This design comes from an exercise in tuning for small area, a short achievable clock period and few clock cycles per item on the open sky130 flow, not from production work. At most, simulation tests tie the RTL to the original design; equivalence was not proved.

// aes128_enc
module aes128_enc (
    input  wire         clk,
    input  wire         rst,       
    input  wire         start,
    input  wire [127:0] key,
    input  wire [127:0] block,
    output reg          done,
    output wire [127:0] result
);
    reg [127:0] state;
    reg [127:0] kregn;
    reg [3:0]   cnt;      
    reg         idle;
    reg [7:0] rc;
    always @* begin
        if (idle)
            rc = 8'h01;
        else
            case (cnt)
                4'd1: rc = 8'h02;
                4'd2: rc = 8'h04;
                4'd3: rc = 8'h08;
                4'd4: rc = 8'h10;
                4'd5: rc = 8'h20;
                4'd6: rc = 8'h40;
                4'd7: rc = 8'h80;
                4'd8: rc = 8'h1b;
                default: rc = 8'h36;
            endcase
    end
    wire [127:0] sr;
    genvar i, c, r;
    generate
        for (c = 0; c < 4; c = c + 1) begin : g_col
            for (r = 0; r < 4; r = r + 1) begin : g_row
                assign sr[127-8*(r+4*c) -: 8] = state[127-8*(r+4*((c+r)%4)) -: 8];
            end
        end
    endgenerate
    wire [127:0] mcn;
    generate
        for (c = 0; c < 4; c = c + 1) begin : g_mc
            aes_mixcol_n u_mc (.c(sr[127-32*c -: 32]), .mn(mcn[127-32*c -: 32]));
        end
    endgenerate
    wire [127:0] din, kin, sbin, nstate;
    generate
        for (i = 0; i < 128; i = i + 1) begin : g_ark
            g_muxh u_d (.s(idle), .a(mcn[i]), .b(block[i]), .y(din[i]));
            g_muxh u_k (.s(idle), .a(kregn[i]), .b(key[i]), .y(kin[i]));
  ...
Size in the first run: roughly 260 flip-flops, roughly 36000 µm² of cells after synthesis.
Settings: LEC_CHECK=0, CAP_MARGIN=20, CORE_MARGIN=2, CORE_UTILIZATION=70, CTS_BUF_LIST=sky130_fd_sc_hd__clkbuf_8, CTS_CLUSTER_DIAMETER=60, CTS_CLUSTER_SIZE=16, SETUP_SLACK_MARGIN=3.0, SLEW_MARGIN=20, SYNTH_HIERARCHICAL=1; clock period 10.0 ns.
standard.sh (not shown) runs the stock make flow with config.mk's settings and CLKGATE_MAP_FILE= SYNTH_SCRIPT=/design/flow/synth_recipe.tcl, a recipe that flattens the netlist after the stock synthesis.
==> flow/flow/run.sh <==
#!/bin/bash
# The standard layout, with the smallest buffer on the ports and timing
# repair by sizing only.
set -euo pipefail
bash standard.sh BUFFER_PORTS_ARGS="-buffer_cell sky130_fd_sc_hd__buf_1" SETUP_MOVE_SEQUENCE="unbuffer,sizeup,swap" finish > standard.log 2>&1
The starting point passed the timing, design-rule and antenna checks.
Testbench counts at the start, summed over its fixed seeds: cycles 5,128, blocks 512.
Then changed:
==> flow/flow/run.sh (replaced) <==
#!/bin/bash
# The standard layout, with the smallest buffer on the ports.
set -euo pipefail
bash standard.sh BUFFER_PORTS_ARGS="-buffer_cell sky130_fd_sc_hd__buf_1" finish > standard.log 2>&1
Settings changed: CORE_UTILIZATION 70 to 65.
=>
- The new run finished with timing, DRC and antenna clean
- wire length barely changes
- register-to-register slack gets better by 0.11 ns
- die area climbs by 7.6%

aes128_enc again, from the RTL that the note above started with.
// aes128_enc
module aes128_enc (
    input  wire         clk,
    input  wire         rst,       
    input  wire         start,
    input  wire [127:0] key,
    input  wire [127:0] block,
    output reg          done,
    output wire [127:0] result
);
    reg [127:0] state;
    reg [127:0] kregn;
    reg [3:0]   cnt;      
    reg         idle;
    reg [7:0] rc;
    always @* begin
        if (idle)
            rc = 8'h01;
        else
            case (cnt)
                4'd1: rc = 8'h02;
                4'd2: rc = 8'h04;
                4'd3: rc = 8'h08;
                4'd4: rc = 8'h10;
                4'd5: rc = 8'h20;
                4'd6: rc = 8'h40;
                4'd7: rc = 8'h80;
                4'd8: rc = 8'h1b;
                default: rc = 8'h36;
            endcase
    end
    wire [127:0] sr;
    genvar i, c, r;
    generate
        for (c = 0; c < 4; c = c + 1) begin : g_col
            for (r = 0; r < 4; r = r + 1) begin : g_row
                assign sr[127-8*(r+4*c) -: 8] = state[127-8*(r+4*((c+r)%4)) -: 8];
            end
        end
    endgenerate
    wire [127:0] mcn;
    generate
        for (c = 0; c < 4; c = c + 1) begin : g_mc
            aes_mixcol_n u_mc (.c(sr[127-32*c -: 32]), .mn(mcn[127-32*c -: 32]));
        end
    endgenerate
    wire [127:0] din, kin, sbin, nstate;
    generate
        for (i = 0; i < 128; i = i + 1) begin : g_ark
            g_muxh u_d (.s(idle), .a(mcn[i]), .b(block[i]), .y(din[i]));
            g_muxh u_k (.s(idle), .a(kregn[i]), .b(key[i]), .y(kin[i]));
            g_xor2 u_x (.a(din[i]), .b(kin[i]), .y(sbin[i]));
        end
        for (i = 0; i < 16; i = i + 1) begin : g_sub
            aes_sbox u_sb (.a(sbin[127-8*i -: 8]), .y(nstate[127-8*i -: 8]));
        end
    endgenerate
    wire [31:0] w0 = kin[127:96], w1 = kin[95:64], w2 = kin[63:32], w3 = kin[31:0];
    wire [31:0] sub;
    aes_sbox ks0 (.a(w3[23:16]), .y(sub[31:24]));
    aes_sbox ks1 (.a(w3[15:8]),  .y(sub[23:16]));
    aes_sbox ks2 (.a(w3[7:0]),   .y(sub[15:8]));
    aes_sbox ks3 (.a(w3[31:24]), .y(sub[7:0]));
    wire [31:0] w0r;
    wire [31:0] a01, a012, a0123, n0n, n1n, n2n, n3n;
    assign w0r[23:0] = w0[23:0];
    generate
        for (i = 0; i < 8; i = i + 1) begin : g_rc
  ...
clock: 10.0 ns
lec_check: 0
cap_margin: 20
core_margin: 2
core_utilization: 50
setup_slack_margin: 1.0
slew_margin: 20
synth_hierarchical: 1
==> flow/flow/run.sh <==
#!/bin/bash
# The standard layout, with the smallest buffer on the ports.
set -euo pipefail
bash standard.sh BUFFER_PORTS_ARGS="-buffer_cell sky130_fd_sc_hd__buf_1" finish > standard.log 2>&1
Testbench counts at the start, summed over its fixed seeds: cycles 5,128, blocks 512.
Next try:
SETUP_SLACK_MARGIN = 3.0   (was 1.0)
What happened: Final cell count stays flat. Worst setup slack gains 840 ps. Sequential share of layout area decreases by 0.89 points. Final area is higher by 7.0%.
Next try:
SETUP_SLACK_MARGIN = 3.5   (was 3.0)
=> The new run went through all stages and came out clean; sequential share of layout area goes down by 1.2 points; sequential cell count is unchanged; routed wire length goes up by 3.0%; clock-buffer cell count is unchanged.
Next try:
CORE_UTILIZATION = 75   (was 50)
CTS_BUF_LIST = sky130_fd_sc_hd__clkbuf_8   (was default)
CTS_CLUSTER_DIAMETER = 60   (was default)
CTS_CLUSTER_SIZE = 16   (was default)
SETUP_SLACK_MARGIN = 3.0   (was 3.5)
After rerunning: The changed run produced a clean layout. Sequential share of layout area is higher by 1.5 points. Critical path depth is lower by 2. Die area is lower by about 33%. Design area is lower by about 12%.

Starting RTL as in the previous note.
export LEC_CHECK = 0
export CAP_MARGIN = 20
export CORE_MARGIN = 2
export CORE_UTILIZATION = 65
export SETUP_SLACK_MARGIN = 3.2
export SLEW_MARGIN = 20
export SYNTH_HIERARCHICAL = 1
create_clock -name core_clock -period 10.0 [get_ports {clk}]
Scripts as last shown in full above: flow/flow/run.sh
Testbench counts at the start, summed over its fixed seeds: cycles 5,128, blocks 512.
==> next run, changes <==
--- a/flow/config.mk
+++ b/flow/config.mk
@@ -9,4 +9,3 @@
 export CORE_MARGIN = 2
-export CORE_UTILIZATION = 65
-export SETUP_SLACK_MARGIN = 3.2
+export CORE_UTILIZATION = 50
 export SLEW_MARGIN = 20
What happened:
- The changed run finished with timing, DRC and antenna clean
- worst setup slack degrades by 1.0 ns
- final area is lower by about 8%
- die area is higher by 29%
==> next run, changes <==
--- a/flow/config.mk
+++ b/flow/config.mk
@@ -9,3 +9,7 @@
 export CORE_MARGIN = 2
-export CORE_UTILIZATION = 50
+export CORE_UTILIZATION = 70
+export CTS_BUF_LIST = sky130_fd_sc_hd__clkbuf_8
+export CTS_CLUSTER_DIAMETER = 60
+export CTS_CLUSTER_SIZE = 16
+export SETUP_SLACK_MARGIN = 3.3
 export SLEW_MARGIN = 20
Setup slack is better by 0.93 ns.
Design area increases by a little under a tenth.
Sequential share of layout area decreases by 0.97 points.
Non-clock buffer count increases by 33.

Starting RTL as in the previous note.
export LEC_CHECK = 0
export CAP_MARGIN = 20
export CORE_MARGIN = 2
export CORE_UTILIZATION = 50
export SETUP_SLACK_MARGIN = 2.5
export SLEW_MARGIN = 20
export SYNTH_HIERARCHICAL = 1
create_clock -name core_clock -period 10.0 [get_ports {clk}]
Scripts as last shown in full above: flow/flow/run.sh
The starting point completed with no timing, DRC or antenna violations.
Testbench counts at the start, summed over its fixed seeds: cycles 5,128, blocks 512.
Change:
- CTS_BUF_LIST: not set -> sky130_fd_sc_hd__clkbuf_8
- CTS_CLUSTER_DIAMETER: not set -> 60
- CTS_CLUSTER_SIZE: not set -> 16
- SETUP_SLACK_MARGIN: 2.5 -> 3.0
Outcome: Cell count is about the same. Non-clock buffer count came out higher by 1. Wire length came out lower by 1.4%. Utilization came out higher by 1.0 points. Synthesized cell count stays the same. Cell area came out higher by about 1.8%.
Change:
- CORE_UTILIZATION: 50 -> 70
- SETUP_SLACK_MARGIN: 3.0 -> 2.7
Effect:
- core utilization is higher by 21 points
- count of clock-buffer cells in the layout drops by 2
- cell count went down by 5.0%
- non-clock buffer count falls by 8
- die area decreases by 28%
- via count goes up by 4.4%
- wire length falls by 5.9%
- sequential share of layout area rises by 0.32 points
- worst setup slack gets worse by 150 ps

Starting RTL as in the previous note.
clock: 10.0 ns
lec_check: 0
cap_margin: 20
core_margin: 2
core_utilization: 50
slew_margin: 20
synth_hierarchical: 1
run.sh (not shown) runs the stock make flow with config.mk's settings and CLKGATE_MAP_FILE= SYNTH_SCRIPT=/design/flow/synth_recipe.tcl, a recipe that flattens the netlist after the stock synthesis.
Stock flow here: none of the scripts above is used.
Testbench counts at the start, summed over its fixed seeds: cycles 5,128, blocks 512.
Edit:
==> flow/flow/run.sh (new file) <==
#!/bin/bash
# The standard layout, with the smallest buffer on the ports.
set -euo pipefail
bash standard.sh BUFFER_PORTS_ARGS="-buffer_cell sky130_fd_sc_hd__buf_1" finish > standard.log 2>&1
==> flow/standard.sh (new file) <==
#!/bin/bash
# synth_recipe.tcl (not shown) runs the flow's synth.tcl, then flattens the netlist and writes it again
# the make line also repeats each setting of config.mk as NAME=value (left out here)
make -C /OpenROAD-flow-scripts/flow DESIGN_CONFIG=/design/flow/config.mk WORK_HOME=/design/flow/orfs CLKGATE_MAP_FILE= SYNTH_SCRIPT=/design/flow/synth_recipe.tcl "${@:-finish}"
- CORE_UTILIZATION: 50 -> 70
- CTS_BUF_LIST: default -> sky130_fd_sc_hd__clkbuf_8
- CTS_CLUSTER_DIAMETER: default -> 60
- CTS_CLUSTER_SIZE: default -> 16
- PLACE_DENSITY: default -> 0.8
- SETUP_SLACK_MARGIN: default -> 3.0
removed: flow/run.sh
Result: The new run ran to the end with no violations; non-clock buffer count went up by 7; synthesized area does not change; die area decreases by a quarter to a third; clock skew is higher by 23 ps; hold slack improved by 5.9 ps; design area decreases slightly.

aes128_enc again, from the RTL that the note above started with.
## aes128_enc
module aes128_enc (
    input  wire         clk,
    input  wire         rst,       
    input  wire         start,
    input  wire [127:0] key,
    input  wire [127:0] block,
    output reg          done,
    output wire [127:0] result
);
clock: 10.0 ns
lec_check: 0
cap_margin: 20
core_margin: 2
core_utilization: 70
cts_buf_list: sky130_fd_sc_hd__clkbuf_8
cts_cluster_diameter: 60
cts_cluster_size: 16
gpl_routability_driven: 0
setup_slack_margin: 3.0
slew_margin: 20
synth_hierarchical: 1
standard.sh (not shown) runs the stock make flow with config.mk's settings and CLKGATE_MAP_FILE= SYNTH_SCRIPT=/design/flow/synth_recipe.tcl, a recipe that flattens the netlist after the stock synthesis.
==> flow/flow/run.sh <==
#!/bin/bash
# The standard layout, with the smallest buffer on the ports.
set -euo pipefail
bash standard.sh BUFFER_PORTS_ARGS="-buffer_cell sky130_fd_sc_hd__buf_1" finish > standard.log 2>&1
Testbench counts at the start, summed over its fixed seeds: cycles 5,128, blocks 512.
Rerun with:
Settings changed: GPL_ROUTABILITY_DRIVEN 0 to unset.
=> Synthesized area is unchanged; wire length rises by 1.5%; cell area falls by 0.43%.
Rerun with:
Settings changed: CORE_UTILIZATION 70 to 65, CTS_BUF_LIST sky130_fd_sc_hd__clkbuf_8 to unset, CTS_CLUSTER_DIAMETER 60 to unset, CTS_CLUSTER_SIZE 16 to unset.
The new run finished clean.
Global-route usage is lower by 2.2 points.
Routed wire length rose by 2.1%.
Final area goes up by 1.9%.
Critical path depth decreases by 1.
Via count fell by 1.2%.
Fmax rises by 0.63%.

aes128_enc, a different RTL version from the one above (not shown whole).
For scale: roughly 4600 cells after synthesis, about 0.037 mm^2 of cells after synthesis.
==> flow/config.mk <==
export PLATFORM = sky130hd
export DESIGN_NAME = aes128_enc
export DESIGN_NICKNAME = aes128_enc
export VERILOG_FILES = /design/flow/design.v
export SDC_FILE = /design/flow/constraint.sdc
export NUM_CORES = 8
export LEC_CHECK = 0
export CAP_MARGIN = 20
export CORE_MARGIN = 2
export CORE_UTILIZATION = 65
export CTS_BUF_LIST = sky130_fd_sc_hd__clkbuf_8
export CTS_CLUSTER_DIAMETER = 60
export CTS_CLUSTER_SIZE = 16
export SETUP_SLACK_MARGIN = 3.0
export SLEW_MARGIN = 20
export SYNTH_HIERARCHICAL = 1
==> flow/constraint.sdc <==
create_clock -name core_clock -period 10.0 [get_ports {clk}]
set_input_delay 2.0000 -clock core_clock [delete_from_list [all_inputs] [get_ports {clk}]]
set_output_delay 2.0000 -clock core_clock [all_outputs]
set_load 0.01 [all_outputs]
Scripts as last shown in full above: flow/flow/run.sh
The first run completed with no timing, DRC or antenna violations.
==> next run, changes <==
--- a/flow/config.mk
+++ b/flow/config.mk
@@ -11,3 +10,0 @@
-export CTS_BUF_LIST = sky130_fd_sc_hd__clkbuf_8
-export CTS_CLUSTER_DIAMETER = 60
-export CTS_CLUSTER_SIZE = 16
What happened: Die area stays the same; non-clock buffer count came out higher by 9; register-to-register slack improved by 0.05 ns; cell count is about the same.
No run of this note included a check of the RTL's function; only the layout flow was run.

[separate check: timing with driven ports]
Ports are ideal in the flow. The routed layouts listed here were re-timed in OpenROAD. Step 1 (the two cells are an assumption about what drives the block):
set clk [get_ports {clk}]
set_driving_cell -lib_cell sky130_fd_sc_hd__clkbuf_16 $clk
set_driving_cell -lib_cell sky130_fd_sc_hd__buf_2 [delete_from_list [all_inputs] $clk]
Step 2, shift: input delay + t, output delay - t, t = (earliest + latest rising clock arrival at the registers) / 2. This alone moves slack from input paths to output paths. Slacks: ideal ports / drivers / drivers and shift; pairs: ideal ports / drivers.
run	t, ns	setup WS [ns]	slew at the worst register clock pin (ns)	pins driven straight from the clock port
the first run of note 1	0.683	3.189 / 3.189 / 2.546	0.10 / 0.10	1
the second run of note 1	0.675	3.171 / 3.206 / 2.531	0.10 / 0.10	1
the first run of note 2	0.631	2.329 / 2.368 / 1.737	0.07 / 0.07	1
the second run of note 2	0.629	3.168 / 3.209 / 2.580	0.07 / 0.07	1
the third run of note 2	0.635	3.669 / 3.715 / 3.081	0.07 / 0.07	1
the fourth run of note 2	0.696	2.730 / 2.730 / 2.209	0.11 / 0.11	1
the first run of note 3	0.605	3.328 / 3.344 / 2.740	0.07 / 0.07	1
the second run of note 3	0.631	2.329 / 2.368 / 1.737	0.07 / 0.07	1
the third run of note 3	0.683	3.263 / 3.295 / 2.612	0.11 / 0.11	1
the first run of note 4	0.625	2.861 / 2.900 / 2.282	0.07 / 0.07	1
the second run of note 4	0.710	3.147 / 3.182 / 2.473	0.11 / 0.11	1
the third run of note 4	0.677	2.999 / 3.030 / 2.352	0.10 / 0.10	1
the first run of note 5	0.621	2.096 / 2.138 / 1.517	0.07 / 0.07	1
the second run of note 5	0.682	3.200 / 3.229 / 2.547	0.10 / 0.10	1
the first run of note 6	0.660	3.141 / 3.169 / 2.509	0.10 / 0.10	1
the second run of note 6	0.680	3.178 / 3.210 / 2.530	0.10 / 0.10	1
the third run of note 6	0.608	3.221 / 3.260 / 2.652	0.07 / 0.07	1
the first run of note 7	0.707	3.200 / 3.243 / 2.536	0.11 / 0.11	1
the second run of note 7	0.667	3.225 / 3.262 / 2.594	0.07 / 0.07	1
After both steps every run listed still meets setup and hold. The setup slack of the second run of note 4, which loses most, moves by +0.035 ns with the drivers and by -0.674 ns with both steps.
